Source: an optimization exercise on an open RTL-to-GDS flow (aim: small area and a short achievable clock period). Production flows keep margins and buffers that such runs may drop.
Function was not checked in any run shown here: the RTL went through the layout flow alone.
No activity file was given, so power comes from the tool's default toggle rates.

==> flow/design.v (outline; a module is shown in full before it is edited, if it fits) <==
// module hb1dec: 839 lines
// module hb1dec_fa: 4 lines
// module hb1dec_ha: 4 lines
module hb1dec (
    input  wire        clk,
    input  wire        rst,         
    input  wire        in_valid,
    input  wire [31:0] in_data,
    output reg         out_valid,
    output reg  [31:0] out_data
);
  // ...
==> flow/flow/run.sh <==
#!/bin/bash
# The standard layout (the standard.sh), with the port buffers made of
# buf_2 cells instead of the cell buffer_ports picks by default.
set -euo pipefail
export BUFFER_PORTS_ARGS="-buffer_cell sky130_fd_sc_hd__buf_2"
bash standard.sh > standard.log 2>&1
==> flow/standard.sh <==
#!/bin/bash
# synth_recipe.tcl (not shown) runs the flow's synth.tcl, then flattens the netlist and writes it again
# the make line also repeats each setting of config.mk as NAME=value (left out here)
make -C /OpenROAD-flow-scripts/flow DESIGN_CONFIG=/design/flow/config.mk WORK_HOME=/design/flow/orfs CLKGATE_MAP_FILE= SYNTH_SCRIPT=/design/flow/synth_recipe.tcl "${@:-finish}"
==> flow/config.mk <==
export PLATFORM = sky130hd
export DESIGN_NAME = hb1dec
export DESIGN_NICKNAME = hb1dec
export VERILOG_FILES = /design/flow/design.v
export SDC_FILE = /design/flow/constraint.sdc
export NUM_CORES = 4
export LEC_CHECK = 0
export CAP_MARGIN = 20
export CORE_MARGIN = 2
export CORE_UTILIZATION = 60
export CTS_CLUSTER_DIAMETER = 100
export CTS_CLUSTER_SIZE = 24
export SLEW_MARGIN = 20
export SYNTH_HIERARCHICAL = 1
export SYNTH_MINIMUM_KEEP_SIZE = 0
==> flow/constraint.sdc <==
create_clock -name core_clock -period 18.0 [get_ports {clk}]
set_input_delay 3.6000 -clock core_clock [delete_from_list [all_inputs] [get_ports {clk}]]
set_output_delay 3.6000 -clock core_clock [all_outputs]
set_load 0.01 [all_outputs]
==> results_dict.tcl, run 1 <==
set metrics [dict create \
    path_class "input port to flop" \
    synth_top_family_by_area "adder cells" \
    layout_commonest_cell "fa_1" \
    portBuffers 67 \
    p_seq_share_pct 50.4 \
    layoutNonFillerInstCount 3242 \
    finClkSkew_ns 0.0305 \
    p_clk_share_pct 22.6 \
    hold_path.class "flop to flop" \
    dp_cells 3170 \
    mostFrequentLayoutCells "529 x fa_1, 464 x edfxtp_1, 300 x dfxtp_1" \
    clk_latency_ns 0.62 \
    cts_buffers 40 \
    status "no timing/DRC/antenna violations" \
    nonClkBufAreaFrac_pct 1.19 \
    area_growth_pct 6.63 \
    ys_ff_latch 764 \
    cts_tree "done" \
    synth_common_cells "529 x fa_1, 464 x edfxtp_1, 300 x dfxtp_1" \
    top_usage_layer "met2" \
    r2r-start "pr3[6]" \
    crit_path_max_fanout 80 \
    drive_gt1_share_pct 7.81 \
    setup_ws_ns 13.21 \
    synth_mux_area_share_pct 1.18 \
    grt_pass1_vias 19990 \
    pwr_density_cell_nw_per_um2 114 \
    synth_cell_types 72 \
    final_cell_area_sq_um 39200 \
    p_sw_mw 1.45 \
    yosys.area_share.simple_pct 6.08 \
    synth_top_cell_by_area "edfxtp_1" \
    slowest_stage "buf_4" \
    synth_xor_area_share_pct 1.50 \
    final_max_slew_viol_count 0 \
    fin_hold_ws_ns 0.334 \
]
==> run 2: changes to the inputs <==
--- a/flow/design.v
+++ b/flow/design.v
@@ -120,23 +120,23 @@
     wire [17:0] pkn0;
     assign pkn0[0] = ~b1 | pc0;
     hb1dec_fa u_pa0_0 (.a(wan0[0]), .b(wbn0[0]), .c(pkn0[0]), .s(psn0[0]), .co(pkn0[1]));
     hb1dec_fa u_pa0_1 (.a(wan0[1]), .b(wbn0[1]), .c(pkn0[1]), .s(psn0[1]), .co(pkn0[2]));
     hb1dec_fa u_pa0_2 (.a(wan0[2]), .b(wbn0[2]), .c(pkn0[2]), .s(psn0[2]), .co(pkn0[3]));
     hb1dec_fa u_pa0_3 (.a(wan0[3]), .b(wbn0[3]), .c(pkn0[3]), .s(psn0[3]), .co(pkn0[4]));
     hb1dec_fa u_pa0_4 (.a(wan0[4]), .b(wbn0[4]), .c(pkn0[4]), .s(psn0[4]), .co(pkn0[5]));
     hb1dec_fa u_pa0_5 (.a(wan0[5]), .b(wbn0[5]), .c(pkn0[5]), .s(psn0[5]), .co(pkn0[6]));
-    hb1dec_fa u_pa0_6 (.a(wan0[6]), .b(wbn0[6]), .c(1'b1), .s(psn0[6]), .co(pkn0[7]));
+    hb1dec_han u_pa0_6 (.a(wan0[6]), .b(wbn0[6]), .s(psn0[6]), .co(pkn0[7]));
     hb1dec_fa u_pa0_7 (.a(wan0[7]), .b(wbn0[7]), .c(pkn0[7]), .s(psn0[7]), .co(pkn0[8]));
     hb1dec_fa u_pa0_8 (.a(wan0[8]), .b(wbn0[8]), .c(pkn0[8]), .s(psn0[8]), .co(pkn0[9]));
     hb1dec_fa u_pa0_9 (.a(wan0[9]), .b(wbn0[9]), .c(pkn0[9]), .s(psn0[9]), .co(pkn0[10]));
     hb1dec_fa u_pa0_10 (.a(wan0[10]), .b(wbn0[10]), .c(pkn0[10]), .s(psn0[10]), .co(pkn0[11]));
     hb1dec_fa u_pa0_11 (.a(wan0[11]), .b(wbn0[11]), .c(pkn0[11]), .s(psn0[11]), .co(pkn0[12]));
-    hb1dec_fa u_pa0_12 (.a(wan0[12]), .b(wbn0[12]), .c(1'b1), .s(psn0[12]), .co(pkn0[13]));
+    hb1dec_han u_pa0_12 (.a(wan0[12]), .b(wbn0[12]), .s(psn0[12]), .co(pkn0[13]));
     hb1dec_fa u_pa0_13 (.a(wan0[13]), .b(wbn0[13]), .c(pkn0[13]), .s(psn0[13]), .co(pkn0[14]));
     hb1dec_fa u_pa0_14 (.a(wan0[14]), .b(wbn0[14]), .c(pkn0[14]), .s(psn0[14]), .co(pkn0[15]));
     hb1dec_fa u_pa0_15 (.a(wan0[15]), .b(wbn0[15]), .c(pkn0[15]), .s(psn0[15]), .co(pkn0[16]));
     hb1dec_fa u_pa0_16 (.a(~b1 | wan0[15]), .b(~b1 | wbn0[15]), .c(pkn0[16]), .s(psn0[16]), .co(pkn0[17]));
     wire [15:0] wan1 = ~(os2 & {16{vo[1]}});
     wire [15:0] wbn1 = ~(os16 & {16{vo[8]}});
     reg         pc1;
     reg  [16:0] pr1;
@@ -145,23 +145,23 @@
     wire [17:0] pkn1;
     assign pkn1[0] = ~b1 | pc1;
     hb1dec_fa u_pa1_0 (.a(wan1[0]), .b(wbn1[0]), .c(pkn1[0]), .s(psn1[0]), .co(pkn1[1]));
     hb1dec_fa u_pa1_1 (.a(wan1[1]), .b(wbn1[1]), .c(pkn1[1]), .s(psn1[1]), .co(pkn1[2]));
     hb1dec_fa u_pa1_2 (.a(wan1[2]), .b(wbn1[2]), .c(pkn1[2]), .s(psn1[2]), .co(pkn1[3]));
     hb1dec_fa u_pa1_3 (.a(wan1[3]), .b(wbn1[3]), .c(pkn1[3]), .s(psn1[3]), .co(pkn1[4]));
     hb1dec_fa u_pa1_4 (.a(wan1[4]), .b(wbn1[4]), .c(pkn1[4]), .s(psn1[4]), .co(pkn1[5]));
     hb1dec_fa u_pa1_5 (.a(wan1[5]), .b(wbn1[5]), .c(pkn1[5]), .s(psn1[5]), .co(pkn1[6]));
-    hb1dec_fa u_pa1_6 (.a(wan1[6]), .b(wbn1[6]), .c(1'b1), .s(psn1[6]), .co(pkn1[7]));
+    hb1dec_han u_pa1_6 (.a(wan1[6]), .b(wbn1[6]), .s(psn1[6]), .co(pkn1[7]));
     hb1dec_fa u_pa1_7 (.a(wan1[7]), .b(wbn1[7]), .c(pkn1[7]), .s(psn1[7]), .co(pkn1[8]));
     hb1dec_fa u_pa1_8 (.a(wan1[8]), .b(wbn1[8]), .c(pkn1[8]), .s(psn1[8]), .co(pkn1[9]));
     hb1dec_fa u_pa1_9 (.a(wan1[9]), .b(wbn1[9]), .c(pkn1[9]), .s(psn1[9]), .co(pkn1[10]));
     hb1dec_fa u_pa1_10 (.a(wan1[10]), .b(wbn1[10]), .c(pkn1[10]), .s(psn1[10]), .co(pkn1[11]));
     hb1dec_fa u_pa1_11 (.a(wan1[11]), .b(wbn1[11]), .c(pkn1[11]), .s(psn1[11]), .co(pkn1[12]));
-    hb1dec_fa u_pa1_12 (.a(wan1[12]), .b(wbn1[12]), .c(1'b1), .s(psn1[12]), .co(pkn1[13]));
+    hb1dec_han u_pa1_12 (.a(wan1[12]), .b(wbn1[12]), .s(psn1[12]), .co(pkn1[13]));
     hb1dec_fa u_pa1_13 (.a(wan1[13]), .b(wbn1[13]), .c(pkn1[13]), .s(psn1[13]), .co(pkn1[14]));
     hb1dec_fa u_pa1_14 (.a(wan1[14]), .b(wbn1[14]), .c(pkn1[14]), .s(psn1[14]), .co(pkn1[15]));
     hb1dec_fa u_pa1_15 (.a(wan1[15]), .b(wbn1[15]), .c(pkn1[15]), .s(psn1[15]), .co(pkn1[16]));
     hb1dec_fa u_pa1_16 (.a(~b1 | wan1[15]), .b(~b1 | wbn1[15]), .c(pkn1[16]), .s(psn1[16]), .co(pkn1[17]));
     wire [15:0] wan2 = ~(os4 & {16{vo[2]}});
     wire [15:0] wbn2 = ~(os14 & {16{vo[7]}});
     reg         pc2;
     reg  [16:0] pr2;
@@ -170,23 +170,23 @@
     wire [17:0] pkn2;
     assign pkn2[0] = ~b1 | pc2;
     hb1dec_fa u_pa2_0 (.a(wan2[0]), .b(wbn2[0]), .c(pkn2[0]), .s(psn2[0]), .co(pkn2[1]));
     hb1dec_fa u_pa2_1 (.a(wan2[1]), .b(wbn2[1]), .c(pkn2[1]), .s(psn2[1]), .co(pkn2[2]));
     hb1dec_fa u_pa2_2 (.a(wan2[2]), .b(wbn2[2]), .c(pkn2[2]), .s(psn2[2]), .co(pkn2[3]));
     hb1dec_fa u_pa2_3 (.a(wan2[3]), .b(wbn2[3]), .c(pkn2[3]), .s(psn2[3]), .co(pkn2[4]));
     hb1dec_fa u_pa2_4 (.a(wan2[4]), .b(wbn2[4]), .c(pkn2[4]), .s(psn2[4]), .co(pkn2[5]));
     hb1dec_fa u_pa2_5 (.a(wan2[5]), .b(wbn2[5]), .c(pkn2[5]), .s(psn2[5]), .co(pkn2[6]));
-    hb1dec_fa u_pa2_6 (.a(wan2[6]), .b(wbn2[6]), .c(1'b1), .s(psn2[6]), .co(pkn2[7]));
+    hb1dec_han u_pa2_6 (.a(wan2[6]), .b(wbn2[6]), .s(psn2[6]), .co(pkn2[7]));
     hb1dec_fa u_pa2_7 (.a(wan2[7]), .b(wbn2[7]), .c(pkn2[7]), .s(psn2[7]), .co(pkn2[8]));
     hb1dec_fa u_pa2_8 (.a(wan2[8]), .b(wbn2[8]), .c(pkn2[8]), .s(psn2[8]), .co(pkn2[9]));
     hb1dec_fa u_pa2_9 (.a(wan2[9]), .b(wbn2[9]), .c(pkn2[9]), .s(psn2[9]), .co(pkn2[10]));
     hb1dec_fa u_pa2_10 (.a(wan2[10]), .b(wbn2[10]), .c(pkn2[10]), .s(psn2[10]), .co(pkn2[11]));
     hb1dec_fa u_pa2_11 (.a(wan2[11]), .b(wbn2[11]), .c(pkn2[11]), .s(psn2[11]), .co(pkn2[12]));
-    hb1dec_fa u_pa2_12 (.a(wan2[12]), .b(wbn2[12]), .c(1'b1), .s(psn2[12]), .co(pkn2[13]));
+    hb1dec_han u_pa2_12 (.a(wan2[12]), .b(wbn2[12]), .s(psn2[12]), .co(pkn2[13]));
     hb1dec_fa u_pa2_13 (.a(wan2[13]), .b(wbn2[13]), .c(pkn2[13]), .s(psn2[13]), .co(pkn2[14]));
     hb1dec_fa u_pa2_14 (.a(wan2[14]), .b(wbn2[14]), .c(pkn2[14]), .s(psn2[14]), .co(pkn2[15]));
     hb1dec_fa u_pa2_15 (.a(wan2[15]), .b(wbn2[15]), .c(pkn2[15]), .s(psn2[15]), .co(pkn2[16]));
     hb1dec_fa u_pa2_16 (.a(~b1 | wan2[15]), .b(~b1 | wbn2[15]), .c(pkn2[16]), .s(psn2[16]), .co(pkn2[17]));
     wire [15:0] wan3 = ~(os6 & {16{vo[3]}});
     wire [15:0] wbn3 = ~(os12 & {16{vo[6]}});
     reg         pc3;
     reg  [16:0] pr3;
@@ -195,23 +195,23 @@
     wire [17:0] pkn3;
     assign pkn3[0] = ~b1 | pc3;
     hb1dec_fa u_pa3_0 (.a(wan3[0]), .b(wbn3[0]), .c(pkn3[0]), .s(psn3[0]), .co(pkn3[1]));
     hb1dec_fa u_pa3_1 (.a(wan3[1]), .b(wbn3[1]), .c(pkn3[1]), .s(psn3[1]), .co(pkn3[2]));
     hb1dec_fa u_pa3_2 (.a(wan3[2]), .b(wbn3[2]), .c(pkn3[2]), .s(psn3[2]), .co(pkn3[3]));
     hb1dec_fa u_pa3_3 (.a(wan3[3]), .b(wbn3[3]), .c(pkn3[3]), .s(psn3[3]), .co(pkn3[4]));
     hb1dec_fa u_pa3_4 (.a(wan3[4]), .b(wbn3[4]), .c(pkn3[4]), .s(psn3[4]), .co(pkn3[5]));
     hb1dec_fa u_pa3_5 (.a(wan3[5]), .b(wbn3[5]), .c(pkn3[5]), .s(psn3[5]), .co(pkn3[6]));
-    hb1dec_fa u_pa3_6 (.a(wan3[6]), .b(wbn3[6]), .c(1'b1), .s(psn3[6]), .co(pkn3[7]));
+    hb1dec_han u_pa3_6 (.a(wan3[6]), .b(wbn3[6]), .s(psn3[6]), .co(pkn3[7]));
     hb1dec_fa u_pa3_7 (.a(wan3[7]), .b(wbn3[7]), .c(pkn3[7]), .s(psn3[7]), .co(pkn3[8]));
     hb1dec_fa u_pa3_8 (.a(wan3[8]), .b(wbn3[8]), .c(pkn3[8]), .s(psn3[8]), .co(pkn3[9]));
     hb1dec_fa u_pa3_9 (.a(wan3[9]), .b(wbn3[9]), .c(pkn3[9]), .s(psn3[9]), .co(pkn3[10]));
     hb1dec_fa u_pa3_10 (.a(wan3[10]), .b(wbn3[10]), .c(pkn3[10]), .s(psn3[10]), .co(pkn3[11]));
     hb1dec_fa u_pa3_11 (.a(wan3[11]), .b(wbn3[11]), .c(pkn3[11]), .s(psn3[11]), .co(pkn3[12]));
-    hb1dec_fa u_pa3_12 (.a(wan3[12]), .b(wbn3[12]), .c(1'b1), .s(psn3[12]), .co(pkn3[13]));
+    hb1dec_han u_pa3_12 (.a(wan3[12]), .b(wbn3[12]), .s(psn3[12]), .co(pkn3[13]));
     hb1dec_fa u_pa3_13 (.a(wan3[13]), .b(wbn3[13]), .c(pkn3[13]), .s(psn3[13]), .co(pkn3[14]));
     hb1dec_fa u_pa3_14 (.a(wan3[14]), .b(wbn3[14]), .c(pkn3[14]), .s(psn3[14]), .co(pkn3[15]));
     hb1dec_fa u_pa3_15 (.a(wan3[15]), .b(wbn3[15]), .c(pkn3[15]), .s(psn3[15]), .co(pkn3[16]));
     hb1dec_fa u_pa3_16 (.a(~b1 | wan3[15]), .b(~b1 | wbn3[15]), .c(pkn3[16]), .s(psn3[16]), .co(pkn3[17]));
     wire [15:0] wan4 = ~(os8 & {16{vo[4]}});
     wire [15:0] wbn4 = ~(os10 & {16{vo[5]}});
     reg         pc4;
     reg  [16:0] pr4;
@@ -220,23 +220,23 @@
     wire [17:0] pkn4;
     assign pkn4[0] = ~b1 | pc4;
     hb1dec_fa u_pa4_0 (.a(wan4[0]), .b(wbn4[0]), .c(pkn4[0]), .s(psn4[0]), .co(pkn4[1]));
     hb1dec_fa u_pa4_1 (.a(wan4[1]), .b(wbn4[1]), .c(pkn4[1]), .s(psn4[1]), .co(pkn4[2]));
     hb1dec_fa u_pa4_2 (.a(wan4[2]), .b(wbn4[2]), .c(pkn4[2]), .s(psn4[2]), .co(pkn4[3]));
     hb1dec_fa u_pa4_3 (.a(wan4[3]), .b(wbn4[3]), .c(pkn4[3]), .s(psn4[3]), .co(pkn4[4]));
     hb1dec_fa u_pa4_4 (.a(wan4[4]), .b(wbn4[4]), .c(pkn4[4]), .s(psn4[4]), .co(pkn4[5]));
     hb1dec_fa u_pa4_5 (.a(wan4[5]), .b(wbn4[5]), .c(pkn4[5]), .s(psn4[5]), .co(pkn4[6]));
-    hb1dec_fa u_pa4_6 (.a(wan4[6]), .b(wbn4[6]), .c(1'b1), .s(psn4[6]), .co(pkn4[7]));
+    hb1dec_han u_pa4_6 (.a(wan4[6]), .b(wbn4[6]), .s(psn4[6]), .co(pkn4[7]));
     hb1dec_fa u_pa4_7 (.a(wan4[7]), .b(wbn4[7]), .c(pkn4[7]), .s(psn4[7]), .co(pkn4[8]));
     hb1dec_fa u_pa4_8 (.a(wan4[8]), .b(wbn4[8]), .c(pkn4[8]), .s(psn4[8]), .co(pkn4[9]));
     hb1dec_fa u_pa4_9 (.a(wan4[9]), .b(wbn4[9]), .c(pkn4[9]), .s(psn4[9]), .co(pkn4[10]));
     hb1dec_fa u_pa4_10 (.a(wan4[10]), .b(wbn4[10]), .c(pkn4[10]), .s(psn4[10]), .co(pkn4[11]));
     hb1dec_fa u_pa4_11 (.a(wan4[11]), .b(wbn4[11]), .c(pkn4[11]), .s(psn4[11]), .co(pkn4[12]));
-    hb1dec_fa u_pa4_12 (.a(wan4[12]), .b(wbn4[12]), .c(1'b1), .s(psn4[12]), .co(pkn4[13]));
+    hb1dec_han u_pa4_12 (.a(wan4[12]), .b(wbn4[12]), .s(psn4[12]), .co(pkn4[13]));
     hb1dec_fa u_pa4_13 (.a(wan4[13]), .b(wbn4[13]), .c(pkn4[13]), .s(psn4[13]), .co(pkn4[14]));
     hb1dec_fa u_pa4_14 (.a(wan4[14]), .b(wbn4[14]), .c(pkn4[14]), .s(psn4[14]), .co(pkn4[15]));
     hb1dec_fa u_pa4_15 (.a(wan4[15]), .b(wbn4[15]), .c(pkn4[15]), .s(psn4[15]), .co(pkn4[16]));
     hb1dec_fa u_pa4_16 (.a(~b1 | wan4[15]), .b(~b1 | wbn4[15]), .c(pkn4[16]), .s(psn4[16]), .co(pkn4[17]));
     wire [15:0] esel = ((a1 | ea1) ? es9 : es8) & {16{vo[4]}};
     reg  [16:0] ecr;
     always @(posedge clk) begin
         pc0 <= psn0[16];
@@ -840,8 +840,12 @@
 module hb1dec_fa (input wire a, input wire b, input wire c, output wire s, output wire co);
     assign s  = a ^ b ^ c;
     assign co = (a & b) | (a & c) | (b & c);
 endmodule
 module hb1dec_ha (input wire a, input wire b, output wire s, output wire co);
     assign s  = a ^ b;
     assign co = a & b;
 endmodule
+module hb1dec_han (input wire a, input wire b, output wire s, output wire co);
+    assign s  = ~(a ^ b);
+    assign co = a | b;
+endmodule
==> flow/flow/run.sh (replaced) <==
#!/bin/bash
# The standard layout (the standard.sh), with the port buffers made of
# buf_2 cells instead of the cell buffer_ports picks by default, and clock
# tree synthesis without dummy loads.
set -euo pipefail
export BUFFER_PORTS_ARGS="-buffer_cell sky130_fd_sc_hd__buf_2"
export CTS_ARGS="-sink_clustering_enable -repair_clock_nets -sink_clustering_size 24 -sink_clustering_max_diameter 100 -dont_use_dummy_load"
bash standard.sh > standard.log 2>&1
==> flow/config.mk (replaced) <==
export PLATFORM = sky130hd
export DESIGN_NAME = hb1dec
export DESIGN_NICKNAME = hb1dec
export VERILOG_FILES = /design/flow/design.v
export SDC_FILE = /design/flow/constraint.sdc
export NUM_CORES = 4
export LEC_CHECK = 0
export CAP_MARGIN = 20
export CORE_MARGIN = 2
export CORE_UTILIZATION = 60
export SLEW_MARGIN = 60
export SYNTH_HIERARCHICAL = 1
export SYNTH_MINIMUM_KEEP_SIZE = 0
==> results_dict.tcl, run 2 <==
set metrics [dict create \
    clk_latency_ns 0.62 \
    layoutNonFillerInstCount 3247 \
    endpoint_kind "primary output" \
    cts_buffers 40 \
    synth_area_sq_um 36900 \
    p_total_mw 3.99 \
    min_period_over_period_pct 25.9 \
    peakVddDrop_uv 74.1 \
    vias 19024 \
    crit_chain "buf_2" \
    mostFrequentLayoutCells "519 x fa_1, 464 x edfxtp_1, 262 x dfxtp_1" \
    row_count 90 \
    cts_resized 0 \
    htreeDepth 2 \
    finClkSkew_ns 0.0749 \
    drt.antenna.violating_nets 0 \
    gp_congestion 1.01 \
    final_cell_area_sq_um 39300 \
    overflow 0 \
    setup_tns_ns 0 \
    wl_per_cell_um 28.1 \
    max_cap_viol_count 0 \
    cts_root_buffer "clkbuf_16" \
    path_delay_family "flip-flops" \
    synth_cell_types 72 \
    vias_per_cell 5.86 \
    fp.coreArea_sq_um 60600 \
    synth_top_cell_area_share_pct 37.8 \
    synth_edf_count 464 \
    hold_viol 0 \
    drtIter0Drc 1822 \
    rsz0062_at_grt "no" \
    antenna_found_initial 2 \
    crit_path_max_incr_delay_ns 0.34 \
    layout_min_cycle_time_ns 4.66 \
    avgSynthCellArea_sq_um 15.3 \
    drc 0 \
    cts.clk_slew.worst_paths_ns 0.09 \
    groute.usage.overall_pct 29.7 \
    setup_viol_count_final 0 \
    cts_tree "done" \
    dieWidth_um 252 \
    finalNetCount 3088 \
    synthTopCellsByArea "edfxtp_1 38%, fa_1 28%, dfxtp_1 16%" \
    leakage_nw 12.9 \
    final_max_slew_viol_count 0 \
    grt_max_degree 81 \
    seq_area_frac_synth_pct 54.1 \
    hold_path.class "flop to flop" \
    fin_hold_ws_ns 0.346 \
    ys_ff_latch 764 \
    relSlewSlack_pct 58.7 \
    initial_utilization_pct 60.9 \
    synthFlopType "edfxtp_1" \
    slowest_stage "dfxtp_1" \
    grt_pass1_wl_um 133000 \
    async_flop_share_pct 0 \
    dp_cells 3205 \
    worstMarginPinSlew_ns 0.614 \
    arrival_ns 1.06 \
    crit_path_max_fanout 1 \
    num_antenna_cells 0 \
    drive_gt1_share_pct 9.37 \
    cp-start-kind "flop" \
    layout_commonest_cell "fa_1" \
    clock-sinks 764 \
    path_buf_inv 1 \
    synth_most_common_cell "fa_1" \
    pwr_density_cell_nw_per_um2 101 \
    cp.required_ns 14.40 \
    area_growth_pct 6.56 \
    postCtsHoldBufs 0 \
    fmax_mhz 215 \
    grt_pass1_vias 20123 \
    synthCells 2403 \
    cts_buffer_depth 3 \
    placed_area_sq_um 38200 \
    ios 68 \
    portBuffers 67 \
    reg.largest.list "rx: 34 flops, u: 34 flops, ry: 33 flops" \
    postCtsSetupBuffers 0 \
    hpwl_um 72400 \
    synth_top_cell_by_area "edfxtp_1" \
    synth_warnings 7 \
    first_pass_iters 5 \
    dieArea_sq_um 63500 \
    wl_um 91100 \
    synth_common_cells "519 x fa_1, 464 x edfxtp_1, 300 x dfxtp_1" \
    path_class "flop to primary output" \
    status "no timing/DRC/antenna violations" \
    die_y_um 252 \
]
run 2: cell types whose count changed after synthesis:
cell    change
inv_1      +40
ha_1       +10
fa_1       -10
conb_1      -1
run 2: through the flow:
step,worst slack [ns],util [%]
after floorplan,11.76,-
after global placement,12.60,62.7
after detailed placement,12.82,63.1
after CTS,13.29,64.8
after global routing,13.19,64.9
final,13.34,64.9
run 2: cell type report:
type	count	area (sq um)
tap	782	978
fill	4374	21300
sequential	764	20000
clock buffer	40	1000
inverter	193	724
multi-input combinational	1380	16000
timing repair buffer	88	652
run 2: cells by family after synthesis:
family                   Yosys count  synth area share [%]
XOR/XNOR                          63                  1.50
AND/OR/NAND/NOR                  476                  6.07
multiplexers                      39                  1.17
adder cells (fa/ha/maj)          586                  30.5
buffers and inverters            259                  2.80
flip-flops                       764                  54.1
other                              1                0.0102
AO/OA/AOI/OAI                    215                  3.93
run 2: Yosys stat by module (local to each module, per instance):
| module | flops+latches | cells | cell area [sq um] |
|---|---|---|---|
| hb1dec_han | 0 | 5 | 27.5 |
| hb1dec_ha | 0 | 1 | 12.5 |
| hb1dec | 764 | 1828 | 26200 |
| hb1dec_fa | 0 | 1 | 20.0 |
run 2: final timing paths:
| path | from | to | slack [ns] | cells after the start |
|---|---|---|---|---|
| setup / recovery | out_data[23] | out_data[23] | 13.34 | 1 |
| hold / removal | ecr[16] | rx[32] | 0.35 | 0 |
| setup reg to reg | pr1[16] | ry[22] | 13.35 | 9 |
| hold reg to reg | ecr[16] | rx[32] | 0.35 | 0 |
run 2: report_power, final:
group / switching, mW / internal [mW] / leakage [nW] / total, mW
sequential: 0.136 / 2.05 / 6.83 / 2.19
clock: 0.524 / 0.397 / 0.493 / 0.921
combinational: 0.531 / 0.346 / 5.58 / 0.876
total: 1.19 / 2.80 / 12.9 / 3.99
run 2: metal layers:
metal | wire length (um) | global-route usage [%] | up-vias
li1 | - | - | 8125
met1 | 36600 | 40.1 | 9952
met2 | 43000 | 47.4 | 788
met3 | 7520 | 7.26 | 159
met4 | 3890 | 11.1 | 0
met5 | 0 | 0 | -

==> afterwards: timing with drivers on the ports <==
No port has a modelled driver above. Below, the same layouts with a new extraction and two added sets of constraints. Step 1 (the two cells are an assumption about what drives the block):
set clk [get_ports {clk}]
set_driving_cell -lib_cell sky130_fd_sc_hd__clkbuf_16 $clk
set_driving_cell -lib_cell sky130_fd_sc_hd__buf_2 [delete_from_list [all_inputs] $clk]
Step 2 moves the port delays by t, midway between the first and last clock arrival at a register: inputs arrive t later, outputs are due t later. That takes back most of the time a late clock gives input paths. Slacks: ideal ports / drivers / drivers and shift; pairs: ideal ports / drivers.
| run | t (ns) | setup WS [ns] | worst slew at a driven data input, ns | cell pins on the clock port's net |
|---|---|---|---|---|
| run 1 | 0.662 | 13.210 / 13.252 / 12.590 | 0.04 | 1 |
| run 2 | 0.645 | 13.338 / 13.274 / 12.757 | 0.09 | 1 |
After both steps every run listed still meets setup and hold. For run 1, which loses most, drivers alone change the setup slack by +0.042 ns; drivers and shift together by -0.620 ns.
